This is an optimization exercise on Yosys and OpenROAD, whose aim is small area, a short achievable clock period and few clock cycles, not a production implementation. The RTL was checked by simulation tests, not by an equivalence proof against the original design. No activity file was given, so power comes from the tool's default toggle rates.

### flow/design.v
module bale_decoder (
    input  wire        clk,
    input  wire        rst,
    input  wire        in_valid,
    output wire        in_ready,
    input  wire [7:0]  in_data,
    input  wire        in_last,
    output wire        out_valid,
    input  wire        out_ready,
    output wire [7:0]  out_data,
    output reg         done,
    output wire        bad,
    output wire        crc_fail,
    output wire [31:0] label
);
    localparam [3:0] S_HDR   = 4'd0,
                     S_TAG   = 4'd1,
                     S_EXT0  = 4'd2,
                     S_EXT1  = 4'd3,
                     S_DATA  = 4'd4,    
                     S_DELTA = 4'd5,
                     S_PAD   = 4'd6,
                     S_TRL   = 4'd7,
                     S_DISC  = 4'd8,    
                     S_FIN   = 4'd9;    
    reg [3:0]  state;
    reg [3:0]  hcnt;           
    reg        form;           
    reg        fmt_err;
    reg        crc_err;
    reg [16:0] crem;           
    reg [16:0] brem;           
    reg [31:0] label_r;
    reg [3:0]  pos9;           
    reg        tdelta;         
    reg        x64;            
    reg [15:0] trem;           
    reg [1:0]  fidx;           
    reg [4:0]  dw;             
    reg [24:0] ib;             
    reg [4:0]  ibcnt;
    reg [35:0] hist;
    reg [3:0]  pend;           
    reg [31:0] crc;
    assign label    = label_r;
    assign bad      = fmt_err | crc_err;
    assign crc_fail = ~fmt_err & crc_err;
    function [31:0] crc32c_byte;
        input [31:0] c;
        input [7:0]  b;
        integer k;
        reg [31:0] x;
        begin
            x = c ^ {24'd0, b};
            for (k = 0; k < 8; k = k + 1)
                x = x[0] ? ((x >> 1) ^ 32'h82F63B78) : (x >> 1);
            crc32c_byte = x;
        end
    endfunction
    reg [7:0] obyte;
    always @(*) begin
        case (pend)
            4'd4:    obyte = hist[35:28];
            4'd5:    obyte = hist[33:26];
            4'd6:    obyte = hist[31:24];
            4'd7:    obyte = hist[29:22];
            4'd8:    obyte = hist[27:20];
            4'd9:    obyte = hist[25:18];
            4'd10:   obyte = hist[23:16];
            4'd11:   obyte = hist[21:14];
            default: obyte = hist[19:12];
        endcase
    end
    assign out_valid = (pend >= 4'd4);
    assign out_data  = obyte;
    wire       deliver = out_valid && out_ready;
    wire [3:0] pend_a  = deliver ? pend - 4'd4 : pend;
    wire [4:0]  w       = dw + 5'd1;
    wire        flast   = (trem == 16'd0) && (fidx == 2'd3);    
    wire        have    = (ibcnt >= w);
    wire        fslot   = (state == S_DELTA) && have && (pend_a <= 4'd3);
    wire        cshort  = (crem < 17'd9);
    wire        fbad9   = fslot && (fidx == 2'd0) && cshort;   
    wire        fcomp   = fslot && !fbad9;
    wire        dsign   = ib[dw];
    reg  [17:0] dx;
    integer i;
    always @(*) begin
        for (i = 0; i < 18; i = i + 1)
            dx[i] = (i <= dw) ? ib[i] : dsign;
    end
    wire [17:0] field = hist[17:0] + dx;
    wire [5:0] w2 = {w, 1'b0};
    wire dload = (ibcnt <= 5'd17) &&
                 ((ibcnt < w) || (({1'b0, ibcnt} < w2) && !flast));
    reg accept;
    always @(*) begin
        case (state)
            S_HDR, S_TAG, S_EXT0, S_EXT1, S_PAD, S_DISC: accept = 1'b1;
            S_DATA:  accept = (pend <= 4'd4);
            S_DELTA: accept = dload;
            S_TRL:   accept = (pend == 4'd0);
            default: accept = 1'b0;
        endcase
    end
    assign in_ready = accept;
    wire fire = in_valid && accept;
    wire last = fire && in_last;
    wire bz   = (brem == 17'd0);
    wire size_bad   = ({1'b0, brem} > ({1'b0, crem | 17'd3} + 18'd1));
    wire stored_bad = !form && (brem != crem);
    reg  hbad;
    always @(*) begin
        case (hcnt)
            4'd0:  hbad = (in_data != 8'h42);
            4'd1:  hbad = (in_data != 8'h5A);
            4'd2:  hbad = (in_data != 8'h01);
            4'd3:  hbad = (in_data[7:1] != 7'd0);
            4'd6:  hbad = (in_data[7:1] != 7'd0) || (in_data[0] && (crem[15:0] != 16'd0));
            4'd7:  hbad = (in_data != 8'd0);
            4'd10: hbad = (in_data[7:1] != 7'd0);
            4'd11: hbad = (in_data != 8'd0);
            4'd12: hbad = size_bad || stored_bad;
            default: hbad = 1'b0;
        endcase
    end
    reg [7:0] cbyte;
    always @(*) begin
        case (hcnt[1:0])
            2'd0: cbyte = crc[7:0];
            2'd1: cbyte = crc[15:8];
            2'd2: cbyte = crc[23:16];
            default: cbyte = crc[31:24];
        endcase
    end
    wire tbad = (in_data != ~cbyte);
    reg [3:0] nstate;
    reg       fault;
    reg       fin_ok;      
    wire      lit_end  = form ? ((trem == 16'd0) && !x64) : (brem == 17'd1);
    wire [3:0] after_body = (hcnt[1:0] == 2'd3) ? S_TRL : S_PAD;   
    wire      tag_bad  = (in_data[7:6] == 2'b01) || (in_data[7:6] == 2'b11) ||
                         ((in_data[7:6] == 2'b10) &&
                          (in_data[5] || (in_data[4:0] > 5'd17) || (pos9 != 4'd0)));
    wire      ib_left  = ((ib >> w) != 25'd0);
    always @(*) begin
        nstate = state;
        fault  = 1'b0;
        fin_ok = 1'b0;
        case (state)
            S_HDR: if (fire) begin
                fault = hbad;
                if (hcnt == 4'd15)
                    nstate = bz ? S_TRL : (form ? S_TAG : S_DATA);
            end
            S_TAG: if (fire) begin
                fault = tag_bad;
                if (in_data[7] || (in_data[5:0] == 6'd63)) nstate = S_EXT0;
                else                                       nstate = S_DATA;
            end
            S_EXT0: if (fire) begin
                fault  = bz;
                nstate = S_EXT1;
            end
            S_EXT1: if (fire) begin
                fault  = bz;
                nstate = tdelta ? S_DELTA : S_DATA;
            end
            S_DATA: if (fire) begin
                fault = bz || (crem == 17'd0);
                if (lit_end)
                    nstate = (brem == 17'd1) ? after_body : S_TAG;
            end
            S_DELTA: begin
                if (fire) fault = bz;
                if (fbad9) fault = 1'b1;
                if (fcomp && flast) begin
                    if (ib_left) fault = 1'b1;
                    nstate = (brem != 17'd0) ? S_TAG :
                             ((hcnt[1:0] == 2'd0) ? S_TRL : S_PAD);
                end
            end
            S_PAD: if (fire) begin
                fault = (in_data != 8'd0);
                if (hcnt[1:0] == 2'd3) nstate = S_TRL;
            end
            S_TRL: if (fire) begin
                if (hcnt[1:0] == 2'd3) begin
                    fault  = !in_last;
                    fin_ok = in_last;
                end
            end
            S_DISC: if (last) nstate = S_FIN;
            S_FIN:  if (pend == 4'd0) nstate = S_HDR;
            default: nstate = S_HDR;
        endcase
    end
    always @(posedge clk) begin
        if (rst) begin
            state   <= S_HDR;
            hcnt    <= 4'd0;
            pend    <= 4'd0;
            done    <= 1'b0;
            fmt_err <= 1'b0;
            crc_err <= 1'b0;
        end else begin
            done <= 1'b0;
            if (fire) hcnt <= hcnt + 4'd1;
            if (state == S_DISC || state == S_FIN) begin
                state <= nstate;
                if (state == S_FIN && pend == 4'd0) begin
                    done <= 1'b1;
                    hcnt <= 4'd0;
                end
                if (last) hcnt <= 4'd0;
            end else if (fault || (last && !fin_ok)) begin
                fmt_err <= 1'b1;
                state   <= last ? S_FIN : S_DISC;
                if (last) hcnt <= 4'd0;
            end else if (fin_ok) begin
                if (crem != 17'd0) fmt_err <= 1'b1;
                crc_err <= crc_err | tbad;
                done    <= 1'b1;
                state   <= S_HDR;
                hcnt    <= 4'd0;
            end else begin
                state <= nstate;
                if (state == S_TRL && fire) crc_err <= crc_err | tbad;
            end
            if (state == S_HDR && fire && hcnt == 4'd0) begin
                fmt_err <= fault || last;
                crc_err <= 1'b0;
            end
            if (state == S_DISC || state == S_FIN)
                pend <= (pend_a < 4'd4) ? 4'd0 : pend_a;
            else
                pend <= pend_a + (fcomp ? 4'd9 : 4'd0) +
                        ((fire && state == S_DATA) ? 4'd4 : 4'd0);
        end
    end
    always @(posedge clk) begin
        if (state == S_HDR)
            crc <= 32'hFFFFFFFF;
        else if (deliver)
            crc <= crc32c_byte(crc, obyte);
        if (fcomp)
            hist <= {field, hist[35:18]};
        else if (fire && (state == S_HDR || state == S_DATA))
            hist <= {(state == S_DATA) ? in_data : 8'd0, hist[35:8]};
        if (state == S_HDR && fire) begin
            case (hcnt)
                4'd3:  form          <= in_data[0];
                4'd12: label_r[7:0]  <= in_data;
                4'd13: label_r[15:8] <= in_data;
                4'd14: label_r[23:16]<= in_data;
                4'd15: label_r[31:24]<= in_data;
                default: ;
            endcase
        end
        if (state == S_HDR) begin
            if (fire) begin
                if (hcnt == 4'd4) crem[7:0]  <= in_data;
                if (hcnt == 4'd5) crem[15:8] <= in_data;
                if (hcnt == 4'd6) crem[16]   <= in_data[0];
            end
        end else if (fcomp && fidx == 2'd0)
            crem <= crem - 17'd9;
        else if (fire && state == S_DATA)
            crem <= crem - 17'd1;
        if (state == S_HDR) begin
            if (fire) begin
                if (hcnt == 4'd8)  brem[7:0]  <= in_data;
                if (hcnt == 4'd9)  brem[15:8] <= in_data;
                if (hcnt == 4'd10) brem[16]   <= in_data[0];
            end
        end else if (fire && (state == S_TAG || state == S_EXT0 || state == S_EXT1 ||
                              state == S_DATA || state == S_DELTA))
            brem <= brem - 17'd1;
        if (state == S_HDR)
            pos9 <= 4'd0;
        else if (fire && state == S_DATA)
            pos9 <= (pos9 == 4'd8) ? 4'd0 : pos9 + 4'd1;
        if (state == S_TAG && fire) begin
            tdelta <= in_data[7];
            dw     <= in_data[4:0];
            x64    <= 1'b1;
            trem   <= {10'd0, in_data[5:0]};
        end
        if (state == S_EXT0 && fire) trem[7:0]  <= in_data;
        if (state == S_EXT1 && fire) trem[15:8] <= in_data;
        if (state == S_DATA && fire) begin
            if (trem == 16'd0) begin
                trem <= 16'd62;
                x64  <= 1'b0;
            end else
                trem <= trem - 16'd1;
        end
        if (state == S_TAG && fire && !in_data[7] && in_data[5:0] != 6'd63)
            x64 <= 1'b0;
        if (fcomp) begin
            fidx <= fidx + 2'd1;
            if (fidx == 2'd3) trem <= trem - 16'd1;
        end
        if (state == S_EXT1) begin
            ib    <= 25'd0;
            ibcnt <= 5'd0;
            fidx  <= 2'd0;
        end else begin : ibupd
            reg [4:0]  sh;
            reg [4:0]  cs;
            reg [24:0] is;
            sh = fcomp ? w : 5'd0;
            is = ib >> sh;
            cs = ibcnt - sh;
            if (fire && state == S_DELTA) begin
                ib    <= is | ({17'd0, in_data} << cs);
                ibcnt <= cs + 5'd8;
            end else begin
                ib    <= is;
                ibcnt <= cs;
            end
        end
    end
endmodule
### flow/run.sh
#!/bin/bash
# synth_recipe.tcl (not shown) runs the flow's synth.tcl, then flattens the netlist and writes it again
# the make line also repeats each setting of config.mk as NAME=value (left out here)
make -C /OpenROAD-flow-scripts/flow DESIGN_CONFIG=/design/flow/config.mk WORK_HOME=/design/flow/orfs CLKGATE_MAP_FILE= SYNTH_SCRIPT=/design/flow/synth_recipe.tcl finish
### flow/config.mk
export PLATFORM = sky130hd
export DESIGN_NAME = bale_decoder
export DESIGN_NICKNAME = bale_decoder
export VERILOG_FILES = /design/flow/design.v
export SDC_FILE = /design/flow/constraint.sdc
export NUM_CORES = 4
export LEC_CHECK = 0
export CAP_MARGIN = 20
export CORE_MARGIN = 2
export CORE_UTILIZATION = 40
export SLEW_MARGIN = 20
### flow/constraint.sdc
create_clock -name core_clock -period 9.0 [get_ports {clk}]
set_input_delay 1.8000 -clock core_clock [delete_from_list [all_inputs] [get_ports {clk}]]
set_output_delay 1.8000 -clock core_clock [all_outputs]
set_load 0.01 [all_outputs]
==> results of run 1 <==
-- final cells by class --
type | instances | area (um2) | area share, %
multi-input combinational | 1490 | 9980 | 56.0
sequential | 209 | 5280 | 29.6
timing repair buffer | 83 | 766 | 4.30
clock buffer | 33 | 701 | 3.93
tap | 525 | 657 | 3.69
clock inverter | 15 | 228 | 1.28
inverter | 56 | 216 | 1.21
-- stage by stage --
| stage | hold slack (ns) | worst slack, ns |
|---|---|---|
| 5_1_grt | 0.494 | 1.40 |
| 4_1_cts | 0.461 | 2.04 |
| 3_3_place_gp | 0.436 | 1.60 |
| 6_report | 0.465 | 1.95 |
| 3_5_place_dp | 0.445 | 1.49 |
| 2_1_floorplan | 0.424 | 2.68 |
-- state kept, by name, summed over array words and instances, names as in the netlist, 5 cells and up --
| name | count |
|---|---|
| hist | 36 |
| crc | 32 |
| label_r | 32 |
| ib | 25 |
| brem | 17 |
| crem | 17 |
| trem | 16 |
| dw | 5 |
| ibcnt | 5 |
-- kinds of logic after synthesis --
logic type                 count (synthesis)  synth area share, %
adders and majority gates                 73                 5.78
xor gates and xnor gates                 174                 10.1
DFF                                      209                 33.0
and+or+nand+nor                          658                 19.6
AOI/OAI and AO/OA                        506                 20.5
muxes                                     79                 6.14
buffers and inverters                    183                 4.92
-- critical path, stage by stage (launching register included) --
cell and delay [ns]:
edfxtp_1 0.32, buf_4 0.46, inv_1 0.08, buf_4 0.22
ha_1 0.67, inv_2 0.24, ha_1 0.35, a21o_1 0.11
a21oi_1 0.07, o21ai_0 0.35, nand3_2 0.16, buf_4 0.35
nor2_1 0.17, buf_4 0.24, clkinv_1 0.68, ha_1 0.65
a21o_1 0.18, a21oi_1 0.17, xnor2_1 0.12, xnor2_1 0.67
nand2_1 0.19, or3_1 0.36, a31oi_1 0.12
-- power by group --
group	internal [mW]	leakage [nW]	switching, mW
combinational	1.56	4.18	2.07
sequential	1.23	1.82	0.257
clock	0.698	0.455	0.442
total	3.49	6.45	2.77
-- layer usage --
| layer | share of wire (%) | GRT usage, % |
|---|---|---|
| met5 | 0 | 0 |
| met4 | 3.2 | 8.05 |
| met3 | 7.0 | 2.68 |
| met2 | 45 | 38.5 |
| met1 | 45 | 34.5 |
-- placed cells by master, fill, tap and decap left out, types with 21 or more instances in the layout --
| cell type | netlist | routed |
|---|---|---|
| a31oi_1 | 21 | 21 |
| a21oi_1 | 162 | 162 |
| o211ai_1 | 31 | 31 |
| edfxtp_1 | 109 | 109 |
| clkdlybuf4s50_1 | 0 | 57 |
| clkbuf_16 | 0 | 26 |
| buf_4 | 6 | 26 |
| nor2b_1 | 21 | 21 |
| dfxtp_1 | 100 | 99 |
| ha_1 | 70 | 70 |
| nand3_1 | 46 | 46 |
| xor2_1 | 60 | 60 |
| nor3_1 | 66 | 65 |
| nor2_1 | 141 | 141 |
| mux2_2 | 23 | 23 |
| mux2i_1 | 43 | 43 |
| a211oi_1 | 25 | 25 |
| xnor2_1 | 104 | 104 |
| o21ai_0 | 96 | 95 |
| inv_1 | 49 | 49 |
| nand2_1 | 237 | 235 |
-- how the worst max path moves through the flow --
stage / start / to / slack, ns / depth (start not counted)
floorplan: dw[1] / hist[0] / 2.68 / 16
global placement: out_ready / ib[6] / 1.60 / 15
detailed placement: out_ready / ib[6] / 1.49 / 15
CTS: dw[0] / ib[6] / 2.04 / 19
global route: dw[0] / ib[1] / 1.40 / 23
finish: dw[0] / ib[5] / 1.95 / 22
==> flow_summary_export.csv, run 1 <==
group,metric,value,unit
floorplanning,initial_utilization,40.4,%
clock_tree,cts_buffer_depth,3,
timing,finClkSkew,0.0186,ns
detailed_routing,drc_errors,0,
setup_path,setup.worst_path.start_class,"flip-flop",
floorplanning,die_area,0.0416,mm2
timing,drv_slew,0,
yosys,ys_top_cells_by_count,"nand2_1 (237), a21oi_1 (162), nor2_1 (141)",
placement,gp_congestion,0.952,
global_route,grt_first_pass_wirelength,80000,um
outcome,status,"complete, no violations",
detailed_routing,wl_per_cell,21.1,um
cells_and_area,fill_cells,3897,
yosys,synth_flop_cell,"edfxtp_1",
yosys,synth_most_common_cell,"nand2_1",
hold_path,hold_path_end,"trem[9]",
global_route,grt.total_usage,24.3,%
detailed_routing,wl,50900,um
setup_path,timing.rr.end,"ib[5]",
cells_and_area,instances_no_fill,2411,
cells_and_area,final_cell_area,0.0178,mm2
floorplanning,core,0.0396,mm2
setup_path,reg2regPathDepth,22,
yosys,yosysSeqAreaShare,33.0,%
yosys,yosys_warnings,1,
power,p_leak,6.45,nW
yosys,syn_avg_cell_area,8.51,um2
cells_and_area,fin_util,45.0,%
setup_path,crit_fanout,57,
yosys,synth_area,0.0160,mm2
yosys,ys_ff_latch,209,
timing,setup_viol,0,
setup_path,r2r_slack,1.95,ns
global_route,antenna_found_initial,0,
clock_tree,cts_root_buffer,"clkbuf_16",
yosys,synthCells,1882,
global_route,grt_max_degree,70,
detailed_routing,drtPass1Iterations,6,
clock_tree,h-tree-depth,1,
yosys,synth_edf_count,109,
placement,place_hpwl,36600,um
yosys,ys_async_sr_fraction,0,%
detailed_routing,ant_nets,0,
placement,port_buffers,57,
cells_and_area,area_delta_synth_final,11.3,%
yosys,synth_nets,1967,
yosys,netlist_top_cells_area,"edfxtp_1 (20%), dfxtp_1 (13%), xnor2_1 (5.7%), nand2_1 (5.6%), ha_1 (5.5%)",
global_route,globalRouteOverflowTotal,0,
power,total_power,6.26,mW
clock_tree,cts_hold_buffers,0,
yosys,synth_top_cell_by_area,"edfxtp_1",
yosys,synth.distinct_cells,98,
global_route,grt_pass1_vias,13800,
clock_tree,clock_latency,0.56,ns
clock_tree,cts_resized,0,
job,max_cap_viol_count,0,
timing,worstMarginPinSlew,1.02,ns
cells_and_area,drive_gt1_share,8.27,%
detailed_routing,vias,14500,
clock_tree,cts_setup_buffers,0,
cells_and_area,n_antenna_cell,0,
cells_and_area,fin_nets,1951,
timing,fmaxAchievable,142,MHz
placement,placed_area,0.0169,mm2
timing,hold_violations,0,
yosys,synth_top_area_share,20.4,%
clock_tree,cts.sinks,209,
floorplanning,chipHeight,204,um
timing,setup_tns,0,ns
floorplanning,die_w,204,um
timing,relSlewSlack,31.7,%
clock_tree,numCtsBuffers,26,
timing,period_share,78.3,%
floorplanning,rows,73,
setup_path,criticalPathCategory,"flip-flop to flip-flop",
setup_path,worstPathArrival,7.54,ns
hold_path,hold_depth,2,
setup_path,worst_ep_required_time,9.49,ns
timing,fin_crit,7.05,ns
setup_path,r2r-start,"dw[0]",
placement,dp.cells,2363,
setup_path,endpoint_kind,"flip-flop",
power,ir_drop,426,uV
detailed_routing,via_per_inst,6.02,
floorplanning,io_pins,58,
timing,rsz0062_at_grt,"no",
hold_path,min_from,"trem[9]",
clock_tree,clk_pin_slew,0.06,ns
hold_path,holdCritPathClass,"flip-flop to flip-flop",
power,power_density,351,mW/mm2
detailed_routing,drtIter0Drc,1413,
clock_tree,cts_tree,"built",
Testbench counts, summed over its fixed seeds: cycles 123,047.
==> run 2: changes to the inputs <==
--- a/flow/design.v
+++ b/flow/design.v
@@ -76,7 +76,6 @@
     wire       deliver = out_valid && out_ready;
     wire [3:0] pend_a  = deliver ? pend - 4'd4 : pend;
-    wire [4:0]  w       = dw + 5'd1;
     wire        flast   = (trem == 16'd0) && (fidx == 2'd3);    
-    wire        have    = (ibcnt >= w);
+    wire        have    = (ibcnt > dw);
     wire        fslot   = (state == S_DELTA) && have && (pend_a <= 4'd3);
     wire        cshort  = (crem < 17'd9);
@@ -91,7 +90,6 @@
     end
     wire [17:0] field = hist[17:0] + dx;
-    wire [5:0] w2 = {w, 1'b0};
     wire dload = (ibcnt <= 5'd17) &&
-                 ((ibcnt < w) || (({1'b0, ibcnt} < w2) && !flast));
+                 ((ibcnt <= dw) || ((ibcnt[4:1] <= dw) && !flast));
     reg accept;
     always @(*) begin
@@ -143,5 +141,6 @@
                          ((in_data[7:6] == 2'b10) &&
                           (in_data[5] || (in_data[4:0] > 5'd17) || (pos9 != 4'd0)));
-    wire      ib_left  = ((ib >> w) != 25'd0);
+    wire [24:0] ib_sh = (ib >> dw) >> 1;
+    wire      ib_left  = (ib_sh != 25'd0);
     always @(*) begin
         nstate = state;
@@ -307,10 +306,8 @@
             fidx  <= 2'd0;
         end else begin : ibupd
-            reg [4:0]  sh;
             reg [4:0]  cs;
             reg [24:0] is;
-            sh = fcomp ? w : 5'd0;
-            is = ib >> sh;
-            cs = ibcnt - sh;
+            is = fcomp ? ib_sh : ib;
+            cs = fcomp ? ibcnt + ~dw : ibcnt;
             if (fire && state == S_DELTA) begin
                 ib    <= is | ({17'd0, in_data} << cs);
==> run 2 against run 1 <==
Still clean. Global-route usage shrank 1.2 points. Via count shrank 2.9%. Utilization grew 0.28 points. Sequential power shrank 19%. Critical path type is now flip-flop to primary output.
==> flow_summary_export.csv, run 2 <==
group,metric,value,unit
clock_tree,h-tree-depth,1,
setup_path,endpoint_kind,"primary output",
placement,place_ws,3.29,ns
cells_and_area,largest-register,"hist",
clock_tree,clk_pin_slew,0.06,ns
yosys,synth.distinct_cells,94,
cells_and_area,reg_top3,"hist (36), crc (32), label_r (32)",
yosys,synth_flop_cell,"edfxtp_1",
clock_tree,clock_latency,0.53,ns
floorplanning,initial_utilization,40.7,%
setup_path,r2r-start,"dw[0]",
detailed_routing,via_per_inst,6.01,
cells_and_area,area_delta_synth_final,11.0,%
floorplanning,rows,72,
yosys,yosys_warnings,1,
global_route,grt_first_pass_wirelength,76300,um
hold_path,holdCritPathClass,"flip-flop to flip-flop",
detailed_routing,drtPass1Iterations,8,
yosys,yosysSeqAreaShare,33.3,%
timing,period_share,65.3,%
power,ir_drop,650,uV
setup_path,crit_path_frequent_cell,"o21ai_0",
clock_tree,cts.sinks,209,
cells_and_area,largest_register_ffs,36,
clock_tree,cts_root_buffer,"clkbuf_16",
setup_path,worstPathArrival,4.08,ns
floorplanning,io_pins,58,
setup_path,crit_chain,"buf_4 > inv_1 > ha_1 > nor2b_1 > o21a_1 > o21ai_0 > a21oi_1 > o21ai_0 > or2_2 > clkdlybuf4s50_1",
timing,finClkSkew,0.0106,ns
setup_path,startpoint,"dw[1]",
setup_path,criticalPathCategory,"flip-flop to primary output",
timing,setup_viol,0,
detailed_routing,met3WireLength,3420,um
global_route,globalRouteOverflowTotal,0,
cells_and_area,fill_cells,3734,
yosys,ys_ff_latch,209,
placement,gp_congestion,0.931,
hold_path,min_from,"trem[0]",
yosys,ys_async_sr_fraction,0,%
detailed_routing,wl_per_cell,20.6,um
setup_path,worst_ep_required_time,7.20,ns
yosys,synth_nets,1898,
floorplanning,chipHeight,203,um
power,p_leak,6.39,nW
yosys,syn_avg_cell_area,8.70,um2
floorplanning,die_w,203,um
cells_and_area,n_antenna_cell,0,
placement,place_hpwl,33800,um
detailed_routing,drc_errors,0,
timing,drv_slew,0,
yosys,synth_edf_count,109,
clock_tree,numCtsBuffers,24,
timing,fin_crit,5.88,ns
cells_and_area,final_common_cell,"nand2_1",
detailed_routing,ant_nets,0,
detailed_routing,vias,14100,
yosys,synthCells,1818,
cells_and_area,drive_gt1_share,8.27,%
clock_tree,cts_setup_buffers,0,
detailed_routing,wl_met2,22000,um
detailed_routing,dr.max_layer_used,"met4",
cells_and_area,fin_util,45.2,%
yosys,synth_top_cell_by_area,"edfxtp_1",
timing,rsz0062_at_grt,"no",
floorplanning,die_area,0.0412,mm2
timing,fin_ws,3.12,ns
floorplanning,core,0.0388,mm2
global_route,grt_pass1_vias,13300,
detailed_routing,wl,48200,um
detailed_routing,drtIter0Drc,1446,
yosys,synth_top_area_share,20.7,%
global_route,grt.total_usage,23.1,%
cells_and_area,multiInputGateArea,0.00984,mm2
yosys,synth_area,0.0158,mm2
timing,setup_tns,0,ns
outcome,status,"complete, no violations",
setup_path,setup.worst_path.start_class,"flip-flop",
detailed_routing,wl_met1,21500,um
global_route,grt_max_degree,65,
clock_tree,cts_hold_buffers,0,
power,power_density,224,mW/mm2
clock_tree,cts_buffer_depth,3,
setup_path,crit_fanout,47,
cells_and_area,fin_nets,1889,
timing,relSlewSlack,33.7,%
cells_and_area,seqCellArea,0.00528,mm2
yosys,ys_top_cells_by_count,"nand2_1 (227), a21oi_1 (145), nor2_1 (121)",
job,max_cap_viol_count,0,
yosys,synth_most_common_cell,"nand2_1",
clock_tree,cts_resized,0,
cells_and_area,final_cell_mix,"nand2_1 (226), a21oi_1 (145), nor2_1 (120)",
timing,hold_violations,0,
timing,worstMarginPinSlew,0.988,ns
setup_path,slowest_stage,"clkdlybuf4s50_1",
global_route,antenna_found_initial,0,
timing,fmaxAchievable,170,MHz
placement,port_buffers,57,
clock_tree,cts_tree,"built",
setup_path,slowest_delay,0.58,ns
yosys,netlist_top_cells_area,"edfxtp_1 (21%), dfxtp_1 (13%), xnor2_1 (5.6%), nand2_1 (5.4%), ha_1 (5.1%)",
## run 2: changes by cell type after synthesis, moves of 10 or more
cell / delta
a21oi_1: -17
nand2_1: -10
o211ai_1: -10
o22ai_1: +12
nor3_1: -14
nand3_1: +12
mux2i_1: +16
nor2_1: -20
## run 2: logic make-up after synthesis
group                    count (synthesis)  share of synthesized area (%)
AO/OA/AOI/OAI                          477                           19.4
multiplexers                           100                           8.23
XOR/XNOR                               167                           10.1
AND/OR/NAND/NOR                        620                           18.8
buffers and inverters                  178                           4.63
adder cells (fa/ha/maj)                 67                           5.39
flip-flops                             209                           33.3
## run 2: power by group
part,total (mW),internal (mW),switching [mW]
registers,1.20,1.10,0.101
clock network,0.993,0.589,0.404
logic,1.75,0.835,0.914
total,3.94,2.52,1.42
## run 2: layer usage
metal  up-vias  GRT usage (%)
li1       6648              -
met1      6748           32.8
met2       597           36.7
met3        98           3.13
met4         0           6.65
met5         -              0
## run 2: worst max-delay path, delay by kind of cell (launching register included)
family | cells | cell delay, ns
and+or+nand+nor | 2 | 0.33
AOI/OAI and AO/OA | 4 | 1.08
DFF | 1 | 0.32
adders and majority gates | 1 | 0.41
buffers and inverters | 3 | 1.40
## run 2: final cells by class
class	count	area share, %
multi-input combinational	1431	56.0
sequential	209	30.0
timing repair buffer	88	4.57
clock buffer	37	4.18
tap	518	3.69
inverter	55	1.18
clock inverter	6	0.356
## run 2: worst paths after layout
kind	endpoint	slack [ns]	cells after the start
worst min register to register	trem[0]	0.46	1
worst max register to register	hist[30]	3.73	18
worst max-delay path	in_ready	3.12	10
worst min-delay path	trem[0]	0.46	1
## run 2: stage by stage
| stage | hold slack, ns | total power, mW | area [um2] | instances |
|---|---|---|---|---|
| after CTS | 0.459 | 3.97 | 17600 | 2344 |
| after floorplan | 0.429 | 2.60 | 15800 | 1818 |
| after global placement | 0.443 | 2.94 | 16800 | 2301 |
| after detailed placement | 0.451 | 2.96 | 16800 | 2301 |
| after global routing | 0.494 | 4.17 | 17600 | 2344 |
| final | 0.459 | 3.94 | 17600 | 2344 |
Testbench counts of run 2, summed over its fixed seeds: cycles 123,047.
==> run 3: changes to the inputs <==
--- a/flow/config.mk
+++ b/flow/config.mk
@@ -9,3 +9,4 @@
 export CORE_MARGIN = 2
 export CORE_UTILIZATION = 40
+export SETUP_SLACK_MARGIN = 5
 export SLEW_MARGIN = 20
==> run 3 against run 2 <==
Worst hold slack improved by 0.0071 ns. Non-clock buffer count increased by 100. Area after synthesis is the same. First-iteration DRC count down 0.76%. Highest routed layer unchanged. Largest power group unchanged. Still clean on timing, DRC and antenna.
==> flow_summary_export.csv, run 3 <==
group,metric,value,unit
outcome,status,"complete, no violations",
detailed_routing,wl_per_cell,21.1,um
yosys,ys_async_sr_fraction,0,%
power,ir_drop,362,uV
floorplanning,die_area,0.0412,mm2
hold_path,holdCritPathClass,"flip-flop to flip-flop",
power,p_leak,7.12,nW
timing,setup_tns,0,ns
detailed_routing,ant_nets,0,
clock_tree,numCtsBuffers,24,
setup_path,crit_end,"in_ready",
timing,fmaxAchievable,232,MHz
cells_and_area,largest-register,"hist",
setup_path,crit_path_frequent_cell,"o21ai_2",
global_route,antenna_found_initial,0,
timing,hold_violations,0,
clock_tree,clk_pin_slew,0.06,ns
setup_path,worstPathArrival,2.51,ns
cells_and_area,area_delta_synth_final,22.4,%
setup_path,startpoint,"dw[1]",
timing,finClkSkew,0.0182,ns
timing,relSlewSlack,24.6,%
setup_path,crit_chain,"buf_12 > clkinvlp_4 > ha_4 > nor2b_4 > o21a_1 > o21ai_2 > a21oi_2 > o21ai_2 > or2_4 > buf_6",
cells_and_area,final_common_cell,"nand2_1",
timing,period_share,47.9,%
floorplanning,die_w,203,um
setup_path,timing.rr.end,"hist[34]",
power,power_density,212,mW/mm2
setup_path,slowest_delay,0.39,ns
cells_and_area,n_antenna_cell,0,
yosys,yosysSeqAreaShare,33.3,%
detailed_routing,via_per_inst,6.01,
timing,drv_slew,0,
clock_tree,cts_hold_buffers,0,
detailed_routing,drc_errors,0,
setup_path,r2r-start,"dw[1]",
yosys,ys_top_cells_by_count,"nand2_1 (227), a21oi_1 (145), nor2_1 (121)",
yosys,ys_ff_latch,209,
yosys,synth_top_area_share,20.7,%
setup_path,endpoint_kind,"primary output",
yosys,yosys_warnings,1,
cells_and_area,reg_top3,"hist (36), crc (32), label_r (32)",
global_route,globalRouteOverflowTotal,0,
yosys,synth.distinct_cells,94,
timing,hold_slack,0.466,ns
floorplanning,core,0.0388,mm2
yosys,synth_most_common_cell,"nand2_1",
global_route,grt_first_pass_wirelength,79700,um
setup_path,critical_path.top_delay_family,"compound AO/OA/AOI/OAI gates",
clock_tree,cts.sinks,209,
floorplanning,rows,72,
clock_tree,cts_tree,"built",
setup_path,r2r_slack,4.90,ns
timing,fin_crit,4.31,ns
timing,rsz0062_at_grt,"yes",
clock_tree,h-tree-depth,1,
clock_tree,cts_buffer_depth,3,
floorplanning,io_pins,58,
global_route,grt_max_degree,64,
setup_path,path_buf_inv,3,
setup_path,crit_fanout,3,
detailed_routing,wl,51600,um
global_route,grt.total_usage,24.3,%
setup_path,criticalPathCategory,"flip-flop to primary output",
floorplanning,chipHeight,203,um
cells_and_area,largest_register_ffs,36,
global_route,grt_pass1_vias,14000,
placement,place_hpwl,34100,um
detailed_routing,drtPass1Iterations,8,
cells_and_area,fin_nets,1991,
yosys,netlist_top_cells_area,"edfxtp_1 (21%), dfxtp_1 (13%), xnor2_1 (5.6%), nand2_1 (5.4%), ha_1 (5.1%)",
yosys,synthCells,1818,
yosys,synth_area,0.0158,mm2
detailed_routing,vias,14700,
yosys,synth_edf_count,109,
placement,gp_congestion,0.951,
timing,setup_viol,0,
setup_path,reg2regPathDepth,18,
setup_path,cp_num_cells,10,
hold_path,min_from,"trem[0]",
yosys,synth_top_cell_by_area,"edfxtp_1",
job,max_cap_viol_count,0,
setup_path,slowest_stage,"edfxtp_1",
yosys,synth_flop_cell,"edfxtp_1",
cells_and_area,final_cell_mix,"nand2_1 (222), a21oi_1 (132), nor2_1 (111)",
floorplanning,initial_utilization,40.7,%
setup_path,worst_ep_required_time,7.20,ns
clock_tree,clock_latency,0.53,ns
yosys,syn_avg_cell_area,8.70,um2
detailed_routing,drtIter0Drc,1435,
setup_path,setup.worst_path.start_class,"flip-flop",
placement,port_buffers,57,
timing,worstMarginPinSlew,1.13,ns
yosys,synth_nets,1898,
clock_tree,cts_root_buffer,"clkbuf_16",
cells_and_area,drive_gt1_share,19.6,%
## run 3: changes by cell type in the layout (fill, tap and decap cells not counted), sizes merged, moves of 3 or more
cell           before  now
buf                31  133
clkdlybuf4s50      57   46
clkinv              6   12
bufbuf              0    5
inv                54   50
clkinvlp            0    3
## run 3: report_power, final
group	internal, mW	switching (mW)	total, mW	leakage (nW)
logic	0.948	0.973	1.92	4.91
clock network	0.567	0.406	0.973	0.386
registers	1.10	0.109	1.21	1.82
total	2.62	1.49	4.10	7.12
## run 3: cells by family (layout without fill, tap and decap cells)
family,count (synthesis),count (layout),share of synthesized area (%)
XOR/XNOR,167,167,10.1
buffers and inverters,178,287,4.63
adder cells (fa/ha/maj),67,67,5.39
multiplexers,100,100,8.23
AO/OA/AOI/OAI,477,477,19.4
flip-flops,209,209,33.3
AND/OR/NAND/NOR,620,622,18.8
## run 3: worst reg2reg max path, delay by kind of cell (launching register included)
family,cells,cell delay (ns)
AO/OA/AOI/OAI,8,1.47
adder cells (fa/ha/maj),1,0.23
buffers and inverters,2,0.34
flip-flops,1,0.43
multiplexers,3,0.85
AND/OR/NAND/NOR,4,0.52
## run 3: worst min-delay path by stage
| stage | cells past startpoint | slack, ns | end |
|---|---|---|---|
| detailed placement | 1 | 0.45 | trem[0] |
| CTS | 1 | 0.47 | trem[0] |
| global route | 2 | 0.49 | fidx[1] |
| global placement | 1 | 0.44 | trem[0] |
| finish | 1 | 0.47 | trem[0] |
| floorplan | 1 | 0.43 | trem[0] |
## run 3: layout make-up
cell class                 instances  area, um2
clock buffer                      33        696
clock inverter                    11       78.8
fill                            3549      19500
inverter                          55        243
multi-input combinational       1433      10500
sequential                       209       5290
tap                              518        648
timing repair buffer             188       1860
## run 3: repair_timing
| action | in CTS | in global routing |
|---|---|---|
| resized for setup | 162 | 89 |
| pin swaps | 33 | 45 |
| buffers inserted | 61 | 35 |
| gates cloned | 5 | 3 |
| endpoints found under the setup margin | 233 | 111 |
## run 3: through the flow
step           utilization, %  area [um2]  cells  total power [mW]  worst slack (ns)
2_1_floorplan               -       15900   1818              2.60              4.88
3_3_place_gp             43.3       16800   2299              2.95              3.52
3_5_place_dp             43.3       16800   2299              2.96              3.46
4_1_cts                  48.2       18700   2409              4.01              4.68
5_1_grt                  49.9       19400   2447              4.32              4.60
6_report                 49.9       19400   2447              4.10              4.69
## run 3: layer usage
metal | share of wire, % | up-vias | wire (um) | GRT usage [%]
met5 | 0 | - | 0 | 0
met2 | 46 | 605 | 23800 | 38.7
li1 | - | 6857 | - | -
met4 | 3.4 | 0 | 1750 | 8.79
met1 | 44 | 7115 | 22600 | 33.8
met3 | 6.7 | 130 | 3440 | 3.15
==> run 4: changes to the inputs <==
--- a/flow/config.mk
+++ b/flow/config.mk
@@ -6,7 +6,8 @@
 export NUM_CORES = 4
 export LEC_CHECK = 0
+export ABC_CLOCK_PERIOD_IN_PS = 4500
 export CAP_MARGIN = 20
 export CORE_MARGIN = 2
 export CORE_UTILIZATION = 40
-export SETUP_SLACK_MARGIN = 5
+export SETUP_SLACK_MARGIN = 4
 export SLEW_MARGIN = 20
==> run 4 against run 3 <==
Area after synthesis stayed put. Count of clock-buffer cells in the layout is 4 higher. Fmax is 12% lower. Critical path depth is 4 lower. Via count is 3.3% lower. Sequential share of layout area is 2.3 points higher. Synthesized cell count stayed put. Largest power group unchanged.
==> flow_summary_export.csv, run 4 <==
group,metric,value,unit
cells_and_area,n_antenna_cell,0,
global_route,use_met3,3.13,%
hold_path,hold_path_end,"trem[0]",
setup_path,r2r_slack,4.38,ns
floorplanning,die_area,0.0412,mm2
hold_path,holdCritPathClass,"flip-flop to flip-flop",
clock_tree,cts_tree,"built",
setup_path,timing.rr.end,"hist[31]",
yosys,synth_area,0.0158,mm2
yosys,yosysSeqAreaShare,33.3,%
timing,rsz0062_at_grt,"yes",
yosys,ys_top_cells_by_count,"nand2_1 (227), a21oi_1 (145), nor2_1 (121)",
setup_path,worst_ep_required_time,7.20,ns
yosys,synth_flop_cell,"edfxtp_1",
clock_tree,cts.sinks,209,
cells_and_area,fill_cells,3708,
floorplanning,initial_utilization,40.7,%
timing,relSlewSlack,31.2,%
setup_path,slowest_stage,"clkdlybuf4s50_1",
global_route,grt_use_met1,32.9,%
detailed_routing,via_per_inst,6.04,
detailed_routing,wl,49200,um
yosys,synth_edf_count,109,
clock_tree,cts_buffer_depth,3,
hold_path,hold_depth,1,
global_route,gr-usage-met2,36.7,%
cells_and_area,area_delta_synth_final,12.8,%
yosys,yosys_warnings,1,
cells_and_area,reg_top3,"hist (36), crc (32), label_r (32)",
timing,fmaxAchievable,205,MHz
yosys,synthCells,1818,
clock_tree,clk_pin_slew,0.06,ns
detailed_routing,drtIter0Drc,1420,
setup_path,slowest_delay,0.52,ns
placement,port_buffers,57,
setup_path,criticalPathCategory,"flip-flop to primary output",
yosys,ys_ff_latch,209,
timing,finClkSkew,0.0154,ns
hold_path,min_from,"trem[0]",
timing,setup_viol,0,
cells_and_area,instances_no_fill,2356,
yosys,syn_avg_cell_area,8.70,um2
detailed_routing,vias,14200,
global_route,grt_max_degree,65,
timing,hold_violations,0,
setup_path,endpoint_kind,"primary output",
job,max_cap_viol_count,0,
setup_path,startpoint,"pend[2]",
detailed_routing,drtPass1Iterations,6,
setup_path,crit_chain,"inv_1 > ha_2 > or2_2 > o311ai_1 > o32a_1 > clkdlybuf4s50_1",
floorplanning,io_pins,58,
detailed_routing,ant_nets,0,
global_route,top_usage_layer,"met2",
global_route,antenna_found_initial,0,
yosys,synth_most_common_cell,"nand2_1",
power,power_density,222,mW/mm2
timing,worstMarginPinSlew,1.02,ns
global_route,grt.total_usage,23.2,%
yosys,ys_async_sr_fraction,0,%
clock_tree,h-tree-depth,1,
placement,place_hpwl,33800,um
cells_and_area,final_cell_mix,"nand2_1 (226), a21oi_1 (145), nor2_1 (120)",
setup_path,setup.worst_path.start_class,"flip-flop",
global_route,globalRouteOverflowTotal,0,
yosys,synth_nets,1898,
floorplanning,die_w,203,um
global_route,grt_first_pass_wirelength,76500,um
setup_path,r2r-start,"dw[0]",
cells_and_area,largest_register_ffs,36,
placement,gp_congestion,0.931,
power,total_power,3.96,mW
power,p_leak,6.48,nW
floorplanning,core,0.0388,mm2
timing,setup_tns,0,ns
yosys,synth.distinct_cells,94,
setup_path,crit_fanout,21,
cells_and_area,final_common_cell,"nand2_1",
timing,drv_slew,0,
cells_and_area,fin_nets,1901,
yosys,synth_top_area_share,20.7,%
timing,fin_crit,4.88,ns
setup_path,worstPathArrival,3.08,ns
timing,period_share,54.2,%
setup_path,path_buf_inv,2,
detailed_routing,wl_per_cell,20.9,um
yosys,netlist_top_cells_area,"edfxtp_1 (21%), dfxtp_1 (13%), xnor2_1 (5.6%), nand2_1 (5.4%), ha_1 (5.1%)",
detailed_routing,drc_errors,0,
clock_tree,cts_root_buffer,"clkbuf_16",
setup_path,reg2regPathDepth,20,
power,ir_drop,651,uV
cells_and_area,drive_gt1_share,9.63,%
floorplanning,chipHeight,203,um
placement,dp.cells,2301,
global_route,grt_pass1_vias,13300,
yosys,synth_top_cell_by_area,"edfxtp_1",
cells_and_area,largest-register,"hist",
clock_tree,clock_latency,0.53,ns
floorplanning,rows,72,
outcome,status,"complete, no violations",
setup_path,critical_path.top_delay_family,"buffers and inverters",
clock_tree,numCtsBuffers,24,
==> run 4: cell counts after synthesis <==
No cell type changed its count.
==> run 4: logic make-up (layout without fill, tap and decap cells) <==
group | after synthesis | in the layout | share of synthesized area [%]
compound gates | 477 | 477 | 19.4
xor+xnor | 167 | 167 | 10.1
fa+ha+maj | 67 | 67 | 5.39
buf+inv | 178 | 198 | 4.63
flops | 209 | 209 | 33.3
mux | 100 | 100 | 8.23
simple gates | 620 | 620 | 18.8
==> run 4: worst max-delay path by stage <==
| stage | endpoint | depth (start not counted) |
|---|---|---|
| 3_3_place_gp | hist[0] | 8 |
| 5_1_grt | hist[33] | 20 |
| 6_report | out_data[1] | 6 |
| 3_5_place_dp | hist[2] | 8 |
| 4_1_cts | in_ready | 10 |
| 2_1_floorplan | hist[30] | 22 |
==> run 4: cell type report <==
class                      count  area, um2  share of cell area [%]
sequential                   209       5280                    29.6
multi-input combinational   1431       9930                    55.7
tap                          518        648                    3.63
clock inverter                 6       62.6                   0.351
timing repair buffer         100        976                    5.47
clock buffer                  37        734                    4.12
inverter                      55        215                    1.21
==> run 4: power breakdown <==
part           switching [mW]  internal, mW  total (mW)  leakage, nW
Clock                   0.404         0.589       0.993        0.396
Sequential              0.103          1.10        1.20         1.82
Combinational           0.921         0.841        1.76         4.27
==> run 4: per-layer routing <==
| metal | vias to the layer above | part of all wire (%) |
|---|---|---|
| met3 | 113 | 7.2 |
| li1 | 6678 | - |
| met1 | 6833 | 44 |
| met4 | 0 | 3.1 |
| met5 | - | 0 |
| met2 | 604 | 46 |
==> run 4: stage by stage <==
stage	area (um2)	util, %	hold WS (ns)	setup slack [ns]
finish	17800	45.9	0.459	4.12
global placement	16800	43.2	0.443	3.39
floorplan	15800	-	0.429	4.22
detailed placement	16800	43.2	0.451	3.29
CTS	17600	45.4	0.459	3.86
global route	17800	45.9	0.494	3.96
==> run 4: repair_timing <==
item	CTS	global route
gates cloned	0	2
resized for setup	17	22
pin swaps	1	3
hold buffers	0	0
endpoints found under the setup margin	51	66
buffers inserted	1	9
==> run 4: worst reg2reg max path, stage by stage (launching register included) <==
cell and delay (ns):
edfxtp_1 0.39, buf_12 0.20, mux4_2 0.62, mux2i_1 0.22
nand2_1 0.07, o21ai_1 0.13, nor2_1 0.08, a21o_2 0.29
mux2i_2 0.24, inv_1 0.07, ha_1 0.28, a21o_1 0.10
a21oi_1 0.09, o21ai_0 0.22, a31oi_1 0.15, o21ai_0 0.27
nand2_1 0.15, a21oi_1 0.36, a21oi_1 0.14, xor2_1 0.16
o21ai_0 0.10
==> run 5: changes to the inputs <==
--- a/flow/config.mk
+++ b/flow/config.mk
@@ -6,8 +6,8 @@
 export NUM_CORES = 4
 export LEC_CHECK = 0
-export ABC_CLOCK_PERIOD_IN_PS = 4500
 export CAP_MARGIN = 20
 export CORE_MARGIN = 2
 export CORE_UTILIZATION = 40
-export SETUP_SLACK_MARGIN = 4
+export SETUP_SLACK_MARGIN = 5
 export SLEW_MARGIN = 20
+export TNS_END_PERCENT = 5
==> run 5 against run 4 <==
Die area unchanged. Register-to-register slack improved by 0.53 ns. Count of clock-buffer cells in the layout is 7 lower. Worst setup slack improved by 0.60 ns. Combinational power grew 3%. Critical path type unchanged. Critical endpoint is now in_ready.
==> flow_summary_export.csv, run 5 <==
group,metric,value,unit
outcome,status,"complete, no violations",
placement,place_hpwl,33900,um
floorplanning,core,0.0388,mm2
placement,gp_congestion,0.942,
power,p_leak,6.94,nW
cells_and_area,final_cell_area,0.0189,mm2
timing,setup_tns,0,ns
placement,placed_area,0.0168,mm2
global_route,antenna_found_initial,0,
timing,drv_slew,0,
timing,fin_ws,4.72,ns
detailed_routing,drc_errors,0,
cells_and_area,fin_util,48.8,%
yosys,ys_async_sr_fraction,0,%
detailed_routing,vias,14500,
floorplanning,die_w,203,um
power,power_density,217,mW/mm2
setup_path,r2r-start,"dw[1]",
clock_tree,h-tree-depth,1,
setup_path,crit_fanout,15,
yosys,synth_most_common_cell,"nand2_1",
clock_tree,cts_tree,"built",
timing,hold_slack,0.460,ns
hold_path,holdCritPathClass,"flip-flop to flip-flop",
timing,worstMarginPinSlew,0.934,ns
yosys,yosys_warnings,1,
detailed_routing,drtIter0Drc,1353,
job,max_cap_viol_count,0,
clock_tree,cts_buffer_depth,3,
timing,hold_violations,0,
global_route,grt.total_usage,24.4,%
floorplanning,initial_utilization,40.7,%
detailed_routing,wl_met1,22600,um
floorplanning,io_pins,58,
yosys,synth_area,0.0158,mm2
setup_path,setup.worst_path.start_class,"flip-flop",
cells_and_area,fin_nets,1953,
setup_path,timing.rr.end,"hist[35]",
yosys,synth_nets,1898,
timing,rsz0062_at_grt,"yes",
setup_path,criticalPathCategory,"flip-flop to primary output",
hold_path,hold_depth,1,
floorplanning,chipHeight,203,um
clock_tree,cts_hold_buffers,0,
detailed_routing,met3WireLength,3530,um
clock_tree,clock_latency,0.54,ns
global_route,grt_pass1_vias,13800,
detailed_routing,wl_met2,23300,um
cells_and_area,largest_register_ffs,36,
yosys,netlist_top_cells_area,"edfxtp_1 (21%), dfxtp_1 (13%), xnor2_1 (5.6%), nand2_1 (5.4%), ha_1 (5.1%)",
detailed_routing,wl,51100,um
yosys,synthCells,1818,
timing,finClkSkew,0.0263,ns
hold_path,min_from,"trem[0]",
global_route,globalRouteOverflowTotal,0,
yosys,syn_avg_cell_area,8.70,um2
timing,fmaxAchievable,234,MHz
yosys,ys_top_cells_by_count,"nand2_1 (227), a21oi_1 (145), nor2_1 (121)",
cells_and_area,fill_cells,3615,
setup_path,reg2regPathDepth,21,
placement,dp.cells,2299,
power,ir_drop,425,uV
placement,place_ws,3.55,ns
yosys,synth_flop_cell,"edfxtp_1",
floorplanning,die_area,0.0412,mm2
timing,setup_viol,0,
cells_and_area,drive_gt1_share,16.1,%
timing,fin_crit,4.28,ns
power,total_power,4.10,mW
clock_tree,cts_root_buffer,"clkbuf_16",
cells_and_area,largest-register,"hist",
setup_path,worst_ep_required_time,7.20,ns
setup_path,r2r_slack,4.91,ns
yosys,yosysSeqAreaShare,33.3,%
yosys,synth_top_area_share,20.7,%
detailed_routing,drtPass1Iterations,6,
global_route,grt_first_pass_wirelength,80100,um
yosys,synth_top_cell_by_area,"edfxtp_1",
setup_path,worstPathArrival,2.48,ns
hold_path,hold_path_end,"trem[0]",
setup_path,endpoint_kind,"primary output",
detailed_routing,ant_nets,0,
yosys,synth.distinct_cells,94,
placement,port_buffers,57,
clock_tree,cts.sinks,209,
detailed_routing,dr.max_layer_used,"met4",
clock_tree,clk_pin_slew,0.06,ns
cells_and_area,final_common_cell,"nand2_1",
clock_tree,numCtsBuffers,24,
detailed_routing,via_per_inst,6.03,
timing,relSlewSlack,37.5,%
global_route,grt_max_degree,90,
cells_and_area,area_delta_synth_final,19.7,%
cells_and_area,final_cell_mix,"nand2_1 (224), a21oi_1 (137), nor2_1 (114)",
floorplanning,rows,72,
cells_and_area,instances_no_fill,2409,
yosys,ys_ff_latch,209,
timing,period_share,47.5,%
cells_and_area,reg_top3,"hist (36), crc (32), label_r (32)",
cells_and_area,n_antenna_cell,0,
detailed_routing,wl_per_cell,21.2,um
yosys,synth_edf_count,109,
[run 5: final cells by class]
| type | count | area (um2) | area share [%] |
|---|---|---|---|
| clock buffers | 30 | 666 | 3.52 |
| well taps | 518 | 648 | 3.42 |
| flip-flops and latches | 209 | 5290 | 27.9 |
| clock inverters | 14 | 195 | 1.03 |
| inverters | 55 | 231 | 1.22 |
| repair buffers | 152 | 1580 | 8.35 |
| multi-input cells | 1431 | 10300 | 54.5 |
[run 5: kinds of logic (layout without fill, tap and decap cells)]
group / Yosys count / after routing / synth area share [%]
simple gates: 620 / 620 / 18.8
fa+ha+maj: 67 / 67 / 5.39
mux: 100 / 100 / 8.23
buf+inv: 178 / 251 / 4.63
flops: 209 / 209 / 33.3
xor+xnor: 167 / 167 / 10.1
compound gates: 477 / 477 / 19.4
[run 5: repair_timing]
| item | 4_1_cts | 5_1_grt |
|---|---|---|
| endpoints found under the setup margin | 208 | 138 |
| resized for setup | 142 | 39 |
| gates cloned | 6 | 0 |
| pin swaps | 23 | 18 |
| buffers inserted | 49 | 11 |
[run 5: how the worst max path moves through the flow]
stage / startpoint / to / slack, ns / depth (start not counted)
2_1_floorplan: dw[0] / hist[30] / 4.81 / 22
3_3_place_gp: out_ready / ib[17] / 3.61 / 12
3_5_place_dp: out_ready / ib[14] / 3.55 / 12
4_1_cts: dw[1] / in_ready / 4.70 / 10
5_1_grt: dw[1] / in_ready / 4.60 / 10
6_report: state[2] / in_ready / 4.72 / 6
[run 5: per-layer routing]
layer / track usage (%) / vias to the layer above
met5: 0 / -
li1: - / 6774
met1: 34.0 / 7026
met3: 3.15 / 131
met4: 8.97 / 0
met2: 38.9 / 599
[run 5: worst max-delay path, stage by stage (launching register included)]
cell      delay (ns)
dfxtp_1         0.62
nand2b_1        0.21
nor2_2          0.32
o21ai_0         0.24
a211oi_2        0.30
or2_4           0.17
buf_6           0.09
[run 5: power by group]
part / internal [mW] / switching, mW
Sequential: 1.10 / 0.107
Combinational: 0.882 / 0.942
Clock: 0.666 / 0.405
Total: 2.65 / 1.45
==> run 6: changes to the inputs <==
--- a/flow/config.mk
+++ b/flow/config.mk
@@ -8,6 +8,5 @@
 export CAP_MARGIN = 20
 export CORE_MARGIN = 2
-export CORE_UTILIZATION = 40
+export CORE_UTILIZATION = 65
 export SETUP_SLACK_MARGIN = 5
 export SLEW_MARGIN = 20
-export TNS_END_PERCENT = 5
==> run 6 against run 5 <==
Die area shrank 38%. Fmax shrank 0.39%. Non-clock buffer count grew 72. Clock power shrank 9.8%. Highest routed layer unchanged. Sequential share of layout area shrank 1.0 points. Final area grew 4.0%. Area after synthesis is the same. Critical path type unchanged.
==> flow_summary_export.csv, run 6 <==
group,metric,value,unit
timing,finClkSkew,0.0112,ns
clock_tree,clock_latency,0.54,ns
setup_path,timing.rr.end,"hist[29]",
timing,drv_slew,0,
yosys,synth_edf_count,109,
setup_path,criticalPathCategory,"flip-flop to primary output",
power,ir_drop,620,uV
timing,rsz0062_at_grt,"yes",
hold_path,holdCritPathClass,"flip-flop to flip-flop",
detailed_routing,wl_per_cell,24.9,um
detailed_routing,ant_nets,0,
clock_tree,numCtsBuffers,24,
cells_and_area,instances_no_fill,2291,
detailed_routing,drc_errors,0,
placement,gp_congestion,0.981,
yosys,synth_top_area_share,20.7,%
floorplanning,rows,57,
detailed_routing,via_per_inst,7.02,
floorplanning,initial_utilization,65.6,%
yosys,ys_ff_latch,209,
global_route,grt_max_degree,55,
timing,fin_crit,4.29,ns
global_route,antenna_found_initial,1,
power,total_power,4.17,mW
yosys,synth_most_common_cell,"nand2_1",
setup_path,worst_ep_required_time,7.20,ns
setup_path,slowest_stage,"edfxtp_1",
hold_path,hold_depth,1,
placement,place_hpwl,33900,um
setup_path,endpoint_kind,"primary output",
timing,worstMarginPinSlew,1.07,ns
timing,hold_slack,0.459,ns
yosys,yosys_warnings,1,
cells_and_area,fin_util,81.7,%
cells_and_area,largest-register,"hist",
yosys,yosysSeqAreaShare,33.3,%
cells_and_area,final_cell_mix,"nand2_1 (220), a21oi_1 (130), buf_4 (123)",
timing,setup_viol,0,
clock_tree,cts.sinks,209,
setup_path,r2r_slack,4.83,ns
detailed_routing,dr.max_layer_used,"met4",
placement,place_ws,3.45,ns
yosys,synth_top_cell_by_area,"edfxtp_1",
cells_and_area,final_common_cell,"nand2_1",
hold_path,min_from,"trem[0]",
setup_path,setup.worst_path.start_class,"flip-flop",
detailed_routing,drtIter0Drc,2588,
cells_and_area,area_delta_synth_final,24.5,%
clock_tree,h-tree-depth,1,
timing,period_share,47.7,%
power,power_density,212,mW/mm2
timing,fmaxAchievable,233,MHz
yosys,ys_top_cells_by_count,"nand2_1 (227), a21oi_1 (145), nor2_1 (121)",
yosys,synth_flop_cell,"edfxtp_1",
floorplanning,io_pins,58,
yosys,netlist_top_cells_area,"edfxtp_1 (21%), dfxtp_1 (13%), xnor2_1 (5.6%), nand2_1 (5.4%), ha_1 (5.1%)",
outcome,status,"complete, no violations",
setup_path,r2r-start,"dw[0]",
detailed_routing,wl_met2,26000,um
placement,placed_area,0.0166,mm2
floorplanning,die_area,0.0256,mm2
clock_tree,cts_buffer_depth,3,
placement,dp.cells,2105,
detailed_routing,vias,16100,
cells_and_area,reg_top3,"hist (36), crc (32), label_r (32)",
job,max_cap_viol_count,0,
clock_tree,cts_tree,"built",
power,p_leak,7.39,nW
detailed_routing,drtPass1Iterations,8,
floorplanning,die_w,160,um
hold_path,hold_path_end,"trem[0]",
yosys,syn_avg_cell_area,8.70,um2
yosys,synth.distinct_cells,94,
global_route,grt_pass1_vias,15200,
cells_and_area,fin_nets,2028,
yosys,synth_nets,1898,
global_route,globalRouteOverflowTotal,0,
detailed_routing,met3WireLength,6510,um
setup_path,reg2regPathDepth,20,
clock_tree,cts_root_buffer,"clkbuf_16",
timing,hold_violations,0,
clock_tree,cts_hold_buffers,0,
cells_and_area,final_cell_area,0.0197,mm2
timing,relSlewSlack,28.7,%
timing,setup_tns,0,ns
setup_path,crit_fanout,3,
floorplanning,core,0.0241,mm2
clock_tree,clk_pin_slew,0.06,ns
detailed_routing,wl_met1,20600,um
global_route,grt.total_usage,42.4,%
detailed_routing,wl,57000,um
timing,fin_ws,4.71,ns
yosys,synthCells,1818,
setup_path,slowest_delay,0.40,ns
setup_path,crit_chain,"buf_12 > clkinvlp_4 > ha_4 > nor2b_1 > o21a_1 > o21ai_1 > a21oi_2 > a211oi_2 > or2_4 > buf_6",
placement,port_buffers,57,
yosys,synth_area,0.0158,mm2
floorplanning,chipHeight,160,um
cells_and_area,largest_register_ffs,36,
global_route,grt_first_pass_wirelength,85600,um
setup_path,worstPathArrival,2.49,ns
yosys,ys_async_sr_fraction,0,%
cells_and_area,drive_gt1_share,21.7,%
## run 6: logic make-up (layout without fill, tap and decap cells)
| family | after synthesis | after routing | share of synthesized area, % |
|---|---|---|---|
| AND/OR/NAND/NOR | 620 | 622 | 18.8 |
| AO/OA/AOI/OAI | 477 | 477 | 19.4 |
| flip-flops | 209 | 209 | 33.3 |
| buffers and inverters | 178 | 324 | 4.63 |
| XOR/XNOR | 167 | 167 | 10.1 |
| multiplexers | 100 | 100 | 8.23 |
| adder cells (fa/ha/maj) | 67 | 67 | 5.39 |
| other | 0 | 1 | 0 |
## run 6: worst max path at each step
stage,from,to,slack [ns],depth (start not counted)
CTS,dw[1],in_ready,4.76,10
finish,dw[1],in_ready,4.71,10
global route,dw[1],in_ready,4.63,10
floorplan,out_ready,ib[17],4.88,12
detailed placement,out_ready,ib[17],3.45,13
global placement,out_ready,ib[20],3.56,11
## run 6: worst max-delay path, delay by kind of cell, from the launching register on
family,cells,cell delay [ns]
buf+inv,3,0.40
fa+ha+maj,1,0.30
compound gates,4,0.43
simple gates,2,0.42
flops,1,0.40
## run 6: report_power, final
| group | internal (mW) | total (mW) | switching (mW) |
|---|---|---|---|
| clock | 0.547 | 0.965 | 0.418 |
| sequential | 1.10 | 1.22 | 0.116 |
| combinational | 0.945 | 1.99 | 1.04 |
## run 6: repair_timing
item,CTS,global route
setup endpoints to repair,233,86
gates resized for setup,195,99
endpoints found under the hold margin,0,0
gates cloned,12,0
pin swaps,47,52
buffers inserted,86,43
## run 6: final cells by class
type	instances	area [um2]
multi-input cells	1433	10700
flip-flops and latches	209	5290
fillers	1522	4410
repair buffers	224	2280
clock buffers	34	668
well taps	324	405
inverters	55	265
clock inverters	10	90.1
repair inverters	1	5.00
diodes	1	2.50
## run 6: layer usage
metal | GRT usage, % | vias up
met5 | 0 | -
met3 | 9.61 | 355
met1 | 53.1 | 7542
met2 | 68.5 | 1243
li1 | - | 6942
met4 | 22.8 | 0
==> run 7: changes to the inputs <==
--- a/flow/config.mk
+++ b/flow/config.mk
@@ -8,5 +8,7 @@
 export CAP_MARGIN = 20
 export CORE_MARGIN = 2
-export CORE_UTILIZATION = 65
+export CORE_UTILIZATION = 40
+export CTS_BUF_LIST = sky130_fd_sc_hd__clkbuf_8
 export SETUP_SLACK_MARGIN = 5
 export SLEW_MARGIN = 20
+export TNS_END_PERCENT = 0
==> run 7 against run 6 <==
Still clean. Flip-flop and latch count unchanged. Die area increased by 61%. Register-to-register slack got worse by 0.05 ns. Synthesized cell count unchanged. Sequential share of layout area increased by 1.6 points. Via count decreased by 9.1%. First-iteration DRC count decreased by 42%. Utilization decreased by 34 points. Critical endpoint is now out_data[3]. Largest power group unchanged. Highest routed layer unchanged.
==> flow_summary_export.csv, run 7 <==
group,metric,value,unit
floorplanning,die_area,0.0412,mm2
cells_and_area,seqCellArea,0.00528,mm2
clock_tree,cts_tree,"built",
timing,setup_viol,0,
global_route,grt_first_pass_wirelength,80000,um
cells_and_area,n_antenna_cell,0,
cells_and_area,drive_gt1_share,14.6,%
cells_and_area,final_cell_mix,"nand2_1 (225), a21oi_1 (140), nor2_1 (117)",
global_route,globalRouteOverflowTotal,0,
yosys,synth.distinct_cells,94,
cells_and_area,final_common_cell,"nand2_1",
detailed_routing,drtPass1Iterations,6,
timing,drv_slew,0,
yosys,ys_ff_latch,209,
yosys,syn_avg_cell_area,8.70,um2
power,seqPwrFrac,30.8,%
clock_tree,cts_hold_buffers,0,
yosys,synth_edf_count,109,
power,total_power,3.92,mW
yosys,ys_top_cells_by_count,"nand2_1 (227), a21oi_1 (145), nor2_1 (121)",
cells_and_area,fill_cells,3659,
power,power_density,211,mW/mm2
setup_path,timing.rr.end,"hist[32]",
power,power.internal,2.46,mW
clock_tree,numCtsBuffers,38,
cells_and_area,instances_no_fill,2423,
timing,hold_slack,0.460,ns
detailed_routing,vias,14600,
yosys,yosys_warnings,1,
global_route,antenna_found_initial,0,
timing,setup_tns,0,ns
timing,hold_violations,0,
setup_path,crit_fanout,7,
clock_tree,cts_buffer_depth,3,
timing,period_share,47.8,%
yosys,synthCells,1818,
floorplanning,io_pins,58,
job,max_cap_viol_count,0,
setup_path,endpoint_kind,"primary output",
yosys,ys_async_sr_fraction,0,%
yosys,yosysSeqAreaShare,33.3,%
setup_path,criticalPathCategory,"flip-flop to primary output",
floorplanning,die_w,203,um
floorplanning,rows,72,
placement,dp.cells,2299,
global_route,grt_pass1_vias,13900,
placement,port_buffers,57,
outcome,status,"complete, no violations",
clock_tree,cts.sinks,209,
detailed_routing,drtIter0Drc,1513,
cells_and_area,reg_top3,"hist (36), crc (32), label_r (32)",
hold_path,hold_path_end,"trem[0]",
timing,worstMarginPinSlew,0.895,ns
global_route,grt.total_usage,24.4,%
cells_and_area,fin_nets,1956,
clock_tree,h-tree-depth,2,
power,p_sw_share,37.1,%
placement,gp_congestion,0.942,
clock_tree,cts_root_buffer,"clkbuf_8",
yosys,synth_most_common_cell,"nand2_1",
setup_path,slowest_stage,"dfxtp_2",
placement,place_hpwl,33900,um
hold_path,hold_depth,1,
global_route,grt_max_degree,90,
setup_path,reg2regPathDepth,18,
hold_path,holdCritPathClass,"flip-flop to flip-flop",
setup_path,r2r_slack,4.78,ns
timing,rsz0062_at_grt,"yes",
detailed_routing,via_per_inst,6.03,
setup_path,crit_chain,"inv_2 > ha_4 > clkdlybuf4s18_2 > or2_4 > buf_12 > nor2_1 > a41o_1 > inv_1 > dlygate4sd2_1",
floorplanning,chipHeight,203,um
cells_and_area,largest_register_ffs,36,
yosys,synth_area,0.0158,mm2
power,clkPwrFrac,22.8,%
setup_path,r2r-start,"dw[1]",
detailed_routing,drc_errors,0,
power,ir_drop,461,uV
setup_path,slowest_delay,0.37,ns
setup_path,worstPathArrival,2.50,ns
clock_tree,clock_latency,0.55,ns
hold_path,min_from,"trem[0]",
cells_and_area,area_delta_synth_final,17.3,%
timing,fmaxAchievable,233,MHz
detailed_routing,ant_nets,0,
detailed_routing,wl,51100,um
setup_path,setup.worst_path.start_class,"flip-flop",
cells_and_area,largest-register,"hist",
timing,finClkSkew,0.0301,ns
setup_path,worst_ep_required_time,7.20,ns
timing,fin_crit,4.30,ns
yosys,synth_nets,1898,
power,power_switching,1.45,mW
yosys,synth_top_area_share,20.7,%
yosys,synth_top_cell_by_area,"edfxtp_1",
cells_and_area,multiInputGateArea,0.0102,mm2
floorplanning,core,0.0388,mm2
power,combPwrFrac,46.4,%
yosys,synth_flop_cell,"edfxtp_1",
yosys,netlist_top_cells_area,"edfxtp_1 (21%), dfxtp_1 (13%), xnor2_1 (5.6%), nand2_1 (5.4%), ha_1 (5.1%)",
timing,relSlewSlack,38.8,%
detailed_routing,wl_per_cell,21.1,um
floorplanning,initial_utilization,40.7,%
clock_tree,clk_pin_slew,0.06,ns
power,p_leak,6.86,nW
-- run 7: cell counts after synthesis --
No cell type changed its count.
-- run 7: routing by layer --
metal | track usage (%) | vias to the layer above | wire (um)
li1 | - | 6785 | -
met1 | 33.9 | 7004 | 22300
met2 | 38.7 | 683 | 23200
met3 | 3.35 | 143 | 3830
met4 | 9.31 | 0 | 1840
met5 | 0 | - | 0
-- run 7: timing repair --
item,in CTS,in global routing
setup endpoints to repair,206,140
setup buffers,42,7
cloned,6,0
pin swaps,16,8
resized for setup,108,16
-- run 7: through the flow --
step	setup slack [ns]	cell area (um2)	util (%)
2_1_floorplan	4.81	15900	-
3_3_place_gp	3.61	16800	43.2
3_5_place_dp	3.55	16800	43.2
4_1_cts	4.70	18400	47.5
5_1_grt	4.57	18600	47.8
6_report	4.70	18600	47.8
-- run 7: power groups by stage --
stage	sequential [mW]	clock (mW)	combinational (mW)
floorplan	1.18	0	1.42
global placement	1.22	0	1.73
detailed placement	1.22	0	1.74
CTS	1.20	0.914	1.80
global route	1.22	0.954	1.96
finish	1.21	0.894	1.82
-- run 7: worst max-delay path by stage --
stage,slack (ns),to,startpoint
finish,4.70,out_data[3],pend[2]
global route,4.57,in_ready,dw[1]
CTS,4.70,in_ready,dw[1]
detailed placement,3.55,ib[14],out_ready
global placement,3.61,ib[17],out_ready
floorplan,4.81,hist[30],dw[0]
-- run 7: worst max-delay path: cells and delay by family (launching register included) --
kind | cells | cell delay (ns)
AOI/OAI and AO/OA | 1 | 0.17
and+or+nand+nor | 2 | 0.39
adders and majority gates | 1 | 0.20
buffers and inverters | 5 | 0.84
DFF | 1 | 0.37
-- run 7: final cells by class --
cell class | instances | area share (%)
repair buffers | 141 | 8.03
multi-input cells | 1431 | 54.7
inverters | 55 | 1.25
clock inverters | 24 | 0.695
well taps | 518 | 3.49
clock buffers | 45 | 3.34
flip-flops and latches | 209 | 28.5
-- run 7: kinds of logic (layout without fill, tap and decap cells) --
logic type	Yosys count	in the layout	share of synthesized area, %
compound gates	477	477	19.4
xor+xnor	167	167	10.1
fa+ha+maj	67	67	5.39
buf+inv	178	265	4.63
flops	209	209	33.3
mux	100	100	8.23
simple gates	620	620	18.8

[port drivers added, routing unchanged]
Ports are ideal in the flow. The routed layouts listed here were re-timed in OpenROAD. Step 1: set_driving_cell puts a clkbuf_16 on clk and a buf_2 on each other input, an assumption about the parent block. Step 2 moves the port delays by t, midway between the first and last clock arrival at a register: inputs arrive t later, outputs are due t later. That takes back most of the time a late clock gives input paths. Slacks: no drivers / after step 1 / after step 2; pairs: no drivers / after step 1.
run	shift t [ns]	setup WS [ns]	clock arrival spread, ns	worst data-port slew with drivers (ns)
run 1	0.601	1.950 / 1.950 / 1.398	0.018 / 0.019	0.05
run 2	0.571	3.125 / 3.075 / 3.162	0.010 / 0.011	0.04
run 3	0.575	4.686 / 4.635 / 4.522	0.018 / 0.018	0.05
run 4	0.572	4.123 / 4.073 / 3.714	0.015 / 0.016	0.04
run 5	0.578	4.725 / 4.673 / 4.262	0.026 / 0.026	0.04
run 6	0.587	4.708 / 4.659 / 4.388	0.011 / 0.011	0.08
run 7	0.583	4.701 / 4.651 / 4.174	0.030 / 0.031	0.04
After both steps every run listed still meets setup and hold. The setup slack of run 1, which loses most, moves by 0.000 ns with the drivers and by -0.552 ns with both steps.
